Context: an optimization exercise on an open-source flow, tuned for small area and a short achievable clock period. The choices shown serve that exercise and are no tape-out recipe.
No functional check of the RTL was part of any run shown here.

==> flow/design.v, too long to show whole: its modules and the start of the top module <==
// module chk_unit: 971 lines
module chk_unit (
    input  wire        clk,
    input  wire        rst,         
    input  wire        start,       
    input  wire [2:0]  sel,         
    input  wire        in_valid,    
    input  wire [63:0] in_data,     
    input  wire [2:0]  in_nbm1,     
    output wire [63:0] crc_out,     
    output wire        crc_err      
);
  // ...
==> flow/run.sh <==
#!/bin/bash
# synth_recipe.tcl (not shown) runs the flow's synth.tcl, then flattens the netlist and writes it again
# the make line also repeats each setting of config.mk as NAME=value (left out here)
make -C /OpenROAD-flow-scripts/flow DESIGN_CONFIG=/design/flow/config.mk WORK_HOME=/design/flow/orfs CLKGATE_MAP_FILE= SYNTH_SCRIPT=/design/flow/synth_recipe.tcl finish
==> flow/config.mk <==
export PLATFORM = sky130hd
export DESIGN_NAME = chk_unit
export DESIGN_NICKNAME = chk_unit
export VERILOG_FILES = /design/flow/design.v
export SDC_FILE = /design/flow/constraint.sdc
export NUM_CORES = 4
export LEC_CHECK = 0
export CAP_MARGIN = 20
export CORE_MARGIN = 2
export CORE_UTILIZATION = 40
export SLEW_MARGIN = 20
==> flow/constraint.sdc <==
create_clock -name core_clock -period 18.0 [get_ports {clk}]
set_input_delay 3.6000 -clock core_clock [delete_from_list [all_inputs] [get_ports {clk}]]
set_output_delay 3.6000 -clock core_clock [all_outputs]
set_load 0.01 [all_outputs]
==> notes.md, run 1 <==
die height=290 um; logic depth of the worst setup path including buffers=24; clock insertion delay at the later pin of the skew report=0.35 ns; most frequent cell after synthesis=sky130_fd_sc_hd__xnor2_1; remaining max-slew budget at the tightest pin=16.4%; largest net degree at the start of global routing=74; post-CTS setup repair buffer count=0; largest cells by area after synthesis=sky130_fd_sc_hd__xnor2_1 (34%), sky130_fd_sc_hd__xor2_1 (10%), sky130_fd_sc_hd__xnor3_1 (8.0%); mux cell area share after synthesis=3.19%; hold crit path type=reg2reg; number of max-slew violations in the final report=0; Die Width=290 um; Cell Chain, Critical Path=xnor2_1, xnor2_1, xnor2_1, o22ai_1, o2111a_1, or3_1, o21ai_1, nand2_1, xnor3_1, a221oi_2, nor3_1, nor2_2, xnor2_4, xor2_1, nor2_1, a221oi_1, o21ai_0, xor2_1, mux2i_1, nand2_1, o21ai_0, a21oi_1, o21ai_0, clkdlybuf4s50_1; via count normalized by instance count=6.33; Register-to-Register Path Depth=29; GR Util met3=10.8%; Top Usage Layer GRT=met2; Critical path destination=crc_out[2]; number of synthesized flops with an enable pin=0; top_reg_cell synth=sky130_fd_sc_hd__dfxtp_1; worst-path cell with the longest stage delay=sky130_fd_sc_hd__dfxtp_1; Total Routed Length=189000 um; cell family with most CP delay=compound AO/OA/AOI/OAI gates; share of the synthesized area in the top cell type=34.1%; via count of the first global-routing pass=30500; Worst Hold Endpoint=code[2]; Plain + repair buffers=304; number of cells after detailed placement=5274; Routed wire per std cell=35.6 um; drt drc=0; status=finished clean; GRT Overall Usage=42.8%; layout cells sized above 1=8.93%; number of clock buffers in the layout=10; multi-input gate share of the layout cell area=84.1%; fraction of area in registers=3.92%; Final Hold Vio Count=0; Detail Route met2 WL=77100 um
==> run 2: changes to the inputs <==
--- a/flow/config.mk
+++ b/flow/config.mk
@@ -5,7 +5,7 @@
 export SDC_FILE = /design/flow/constraint.sdc
 export NUM_CORES = 4
 export LEC_CHECK = 0
-export CAP_MARGIN = 20
+export CAP_MARGIN = 60
 export CORE_MARGIN = 2
 export CORE_UTILIZATION = 40
-export SLEW_MARGIN = 20
+export SLEW_MARGIN = 60
==> run 2 against run 1 <==
Compared with the run above: largest cell class unchanged; flip-flop and latch count did not move; hold slack worse by 0.044 ns; via count increased by 0.56%; highest routed layer unchanged; wire length up 0.30%; maximum frequency grew 7.6%; die area did not move; clock skew shrank 0.0049 ns; still clean on timing, DRC and antenna; core utilization rose by 2.9 points; sequential share of layout area fell by 0.23 points.
==> notes.md, run 2 <==
upper clock frequency limit=80.0 MHz (was 74.4 MHz); number of cells after detailed placement=5308 (was 5274); sequential cell area fraction in the yosys report=4.27% (unchanged); area share of xor/xnor cells in the synthesized design=57.6% (unchanged); critical path's most frequent cell=sky130_fd_sc_hd__a21oi_1; largest register by flop count=x (unchanged); count of synthesis-stage warnings from yosys=1 (unchanged); ranking of synthesized cells by instance count=sky130_fd_sc_hd__xnor2_1 (1277), sky130_fd_sc_hd__xor2_1 (384), sky130_fd_sc_hd__nor2_1 (381), sky130_fd_sc_hd__nand2_1 (335), sky130_fd_sc_hd__a21oi_1 (220) (unchanged); clock insertion delay at the later pin of the skew report=0.34 ns (was 0.35 ns); r2r endpoint=x[5] (was x[4]); synthesized area per cell=7.79 um2 (unchanged); Worst Tran Pin Value=0.736 ns (was 1.25 ns); # Max-Cap Violations=0 (unchanged); TritonCTS clock tree=yes (unchanged); largest net degree at the start of global routing=74 (unchanged); number of DRC markers after the initial detailed-route iteration=5771 (was 5848); number of distinct standard cells referenced by the synthesized netlist=107 (unchanged); final cycle utilization of the critical path=69.4% (was 74.7%); HPWL after detailed placement=148000 um (was 147000 um); standard cell core area=0.0808 mm2 (unchanged); mux cell area share after synthesis=3.19% (unchanged); Total Routed Length=189000 um (about the same); share of the synthesized area in the top cell type=34.1% (unchanged); number of sinks driven by the clock tree=70 (unchanged); final net count=4343 (was 4301); via count normalized by instance count=6.32 (was 6.33); Final Hold Vio Count=0 (unchanged); endpoint type of the worst setup path=primary output (unchanged); Die Width=290 um (unchanged); number of antenna violations at the first check in global routing=8 (unchanged); complex-gate fraction of the synthesized area=16.3% (unchanged); Clk Tree Root Cell=sky130_fd_sc_hd__clkbuf_16 (unchanged); unrepaired setup endpoints after global routing=no (unchanged); max FFs per register=64 (unchanged); GRT Overall Usage=43.0% (was 42.8%); final weighted congestion in routability-driven placement=1.11 (unchanged); number of buffers created by CTS=9 (unchanged); multi-input logic area=0.0322 mm2 (was 0.0303 mm2); utilization after layout=47.5% (was 44.6%); full die area=0.0843 mm2 (unchanged); Area growth, synth to finish=17.2% (was 9.93%); Final Critical Period=12.49 ns (was 13.44 ns); most frequent cell after synthesis=sky130_fd_sc_hd__xnor2_1 (unchanged); post-route ant nets=0 (unchanged); Worst Hold Endpoint=code[0] (was code[2]); startpoint of the worst-slack reg-to-reg timing path=code[0] (was x[12]); largest cells by area after synthesis=sky130_fd_sc_hd__xnor2_1 (34%), sky130_fd_sc_hd__xor2_1 (10%), sky130_fd_sc_hd__xnor3_1 (8.0%) (unchanged); simple-gate share of the synthesized area=14.6% (unchanged); Layout Skew=0.00895 ns (was 0.0138 ns); post-CTS setup repair buffer count=0 (unchanged); effective utilization at floorplan=40.6% (unchanged); Register Area=0.00142 mm2 (was 0.00141 mm2); Final Instance Count excl. Fillers=5340 (was 5296); worst reg2reg setup slack=6.51 ns (was 4.91 ns); most area-hungry cell type in the Yosys netlist=sky130_fd_sc_hd__xnor2_1 (unchanged); proportion of synthesized flip-flops having asynchronous set or reset=0% (unchanged); most common cell after layout, fill and taps aside=sky130_fd_sc_hd__xnor2_1 (unchanged); adder-cell area share of the yosys netlist=0% (unchanged); arrival time at the worst endpoint=8.89 ns (was 9.84 ns); registers with the most flip-flops=x: 64 flops, code: 3 flops, p: 3 flops (unchanged); global-route congestion overflow total=0 (unchanged); Routed wire per std cell=35.4 um (was 35.6 um); area of the mapped netlist=0.0328 mm2 (unchanged); Bufs on Longest Clock Path=2 (unchanged); combinational family with the most area after synthesis=XOR/XNOR gates (unchanged); post-CTS clock slew at the launch and capture registers of the worst setup and hold paths=0.06 ns (about the same); number of fillers in the final layout=8083 (was 8254); I/O pin count=139 (unchanged); TNS Setup=0 ns (unchanged); critical hold path startpoint=code[0] (was code[2]); classification of the worst setup path=reg2out (unchanged); number of buffer and inverter instances along the worst setup path=6 (was 1); crit path max fanout=27 (was 15); worst-path cell with the longest stage delay=sky130_fd_sc_hd__clkdlybuf4s50_1 (was sky130_fd_sc_hd__dfxtp_1); via count of the first global-routing pass=30600 (was 30500); wire length of the first global-routing pass=256000 um (was 255000 um); Register-to-Register Path Depth=33 (was 29); worst path required time=14.40 ns (about the same); number of rows created at floorplan=104 (unchanged); total of hold buffers inserted after clock tree synthesis=0 (unchanged); cell family with most CP delay=buffers and inverters (was compound AO/OA/AOI/OAI gates); Post-Syn Instances=4207 (unchanged); H-tree depth=3 (unchanged); drt drc=0 (unchanged); largest incremental delay on the critical path=0.56 ns (was 1.02 ns); startpoint class of the critical path=register (unchanged); top_reg_cell synth=sky130_fd_sc_hd__dfxtp_1 (unchanged); highest-count cells in the layout ignoring fill and taps=sky130_fd_sc_hd__xnor2_1 (1182), sky130_fd_sc_hd__nor2_1 (372), sky130_fd_sc_hd__xor2_1 (341), sky130_fd_sc_hd__nand2_1 (325), sky130_fd_sc_hd__a21oi_1 (182) (was sky130_fd_sc_hd__xnor2_1 (1263), sky130_fd_sc_hd__xor2_1 (382), sky130_fd_sc_hd__nor2_1 (376), sky130_fd_sc_hd__nand2_1 (329), sky130_fd_sc_hd__a21oi_1 (220)); layout cells sized above 1=15.3% (was 8.93%); hold crit path type=reg2reg (unchanged); I/O Buffers=138 (unchanged); number of synthesized flops with an enable pin=0 (unchanged); number of max-slew violations in the final report=0 (unchanged); remaining max-slew budget at the tightest pin=50.9% (was 16.4%); via count=33700 (was 33500); hold path cells=3 (unchanged); post-synthesis sequential element count=70 (unchanged); Setup-failing EPs final=0 (unchanged); number of nets produced by synthesis=4281 (unchanged); post-cts resize count=0 (unchanged); status=finished clean (unchanged); die height=290 um (unchanged); DRT Pass-1 Iters=7 (was 6)
-- run 2: changes by cell type in the layout (fill, tap and decap cells not counted), moves of 28 or more --
cell	delta
sky130_fd_sc_hd__xnor2_1	-81
sky130_fd_sc_hd__xnor2_2	+59
sky130_fd_sc_hd__xor2_1	-41
sky130_fd_sc_hd__a21oi_1	-38
sky130_fd_sc_hd__a21oi_2	+32
sky130_fd_sc_hd__xor2_2	+28
-- run 2: kinds of logic after synthesis --
group	after synthesis
xor+xnor	1865
simple gates	1056
compound gates	807
buf+inv	310
mux	99
flops	70
-- run 2: per-layer routing --
layer	GRT usage, %	vias up	routed length [um]
met2	63.3	2676	78400
met3	9.28	501	22800
met5	0	-	10
li1	-	14300	-
met4	25.1	2	13500
met1	57.7	16300	74400
-- run 2: final cells by class --
class	count	share of cell area, %
Clock buffer	10	0.596
Tap cell	1060	3.45
Timing Repair Buffer	346	8.00
Antenna cell	6	0.0391
Inverter	15	0.147
Multi-Input combinational cell	3827	83.8
Sequential cell	70	3.69
Clock inverter	6	0.283
-- run 2: worst max path at each step --
stage | startpoint | endpoint | slack (ns) | depth (start not counted)
floorplan | x[7] | crc_out[2] | 8.10 | 25
global placement | x[12] | crc_out[2] | 5.22 | 24
detailed placement | x[1] | crc_out[3] | 6.13 | 25
CTS | x[1] | crc_out[3] | 5.75 | 25
global route | code[0] | crc_out[5] | 5.27 | 28
finish | code[0] | crc_out[5] | 5.51 | 28
-- run 2: per-stage QoR --
step                      setup WS [ns]  instance area, um2  hold WS, ns
after floorplan                    8.10               32800        0.665
after global routing               5.27               38400        0.907
after detailed placement           6.13               37600        0.854
after CTS                          5.75               37900        0.864
after global placement             5.22               35700        0.899
final                              5.51               38400        0.909
-- run 2: worst min-delay path: stages (launching register included) --
cell and delay [ns]:
sky130_fd_sc_hd__dfxtp_2 0.31, sky130_fd_sc_hd__buf_4 0.28, sky130_fd_sc_hd__a21boi_2 0.19, sky130_fd_sc_hd__nor2_1 0.09

## afterwards: timing with drivers on the ports
In the flow no input, the clock included, has a driving cell. The finished layouts below were timed again as built, in two steps.
Step 1, drivers: a clkbuf_16 drives clk and a buf_2 each remaining input, both assumed.
Step 2 times the ports against the registers' clock, not the clock port: input delays grow and output delays shrink by t, the midpoint of the rising clock arrivals with the driver on.
Three values: ideal ports, drivers, drivers and shift; two values: the first two.
run	shift t [ns]	setup slack, ns	cell pins on the clock port's net
run 1	0.392	4.561 / 4.508 / 4.900	1
run 2	0.377	5.506 / 5.461 / 5.837	1
After both steps every run listed still meets setup and hold.
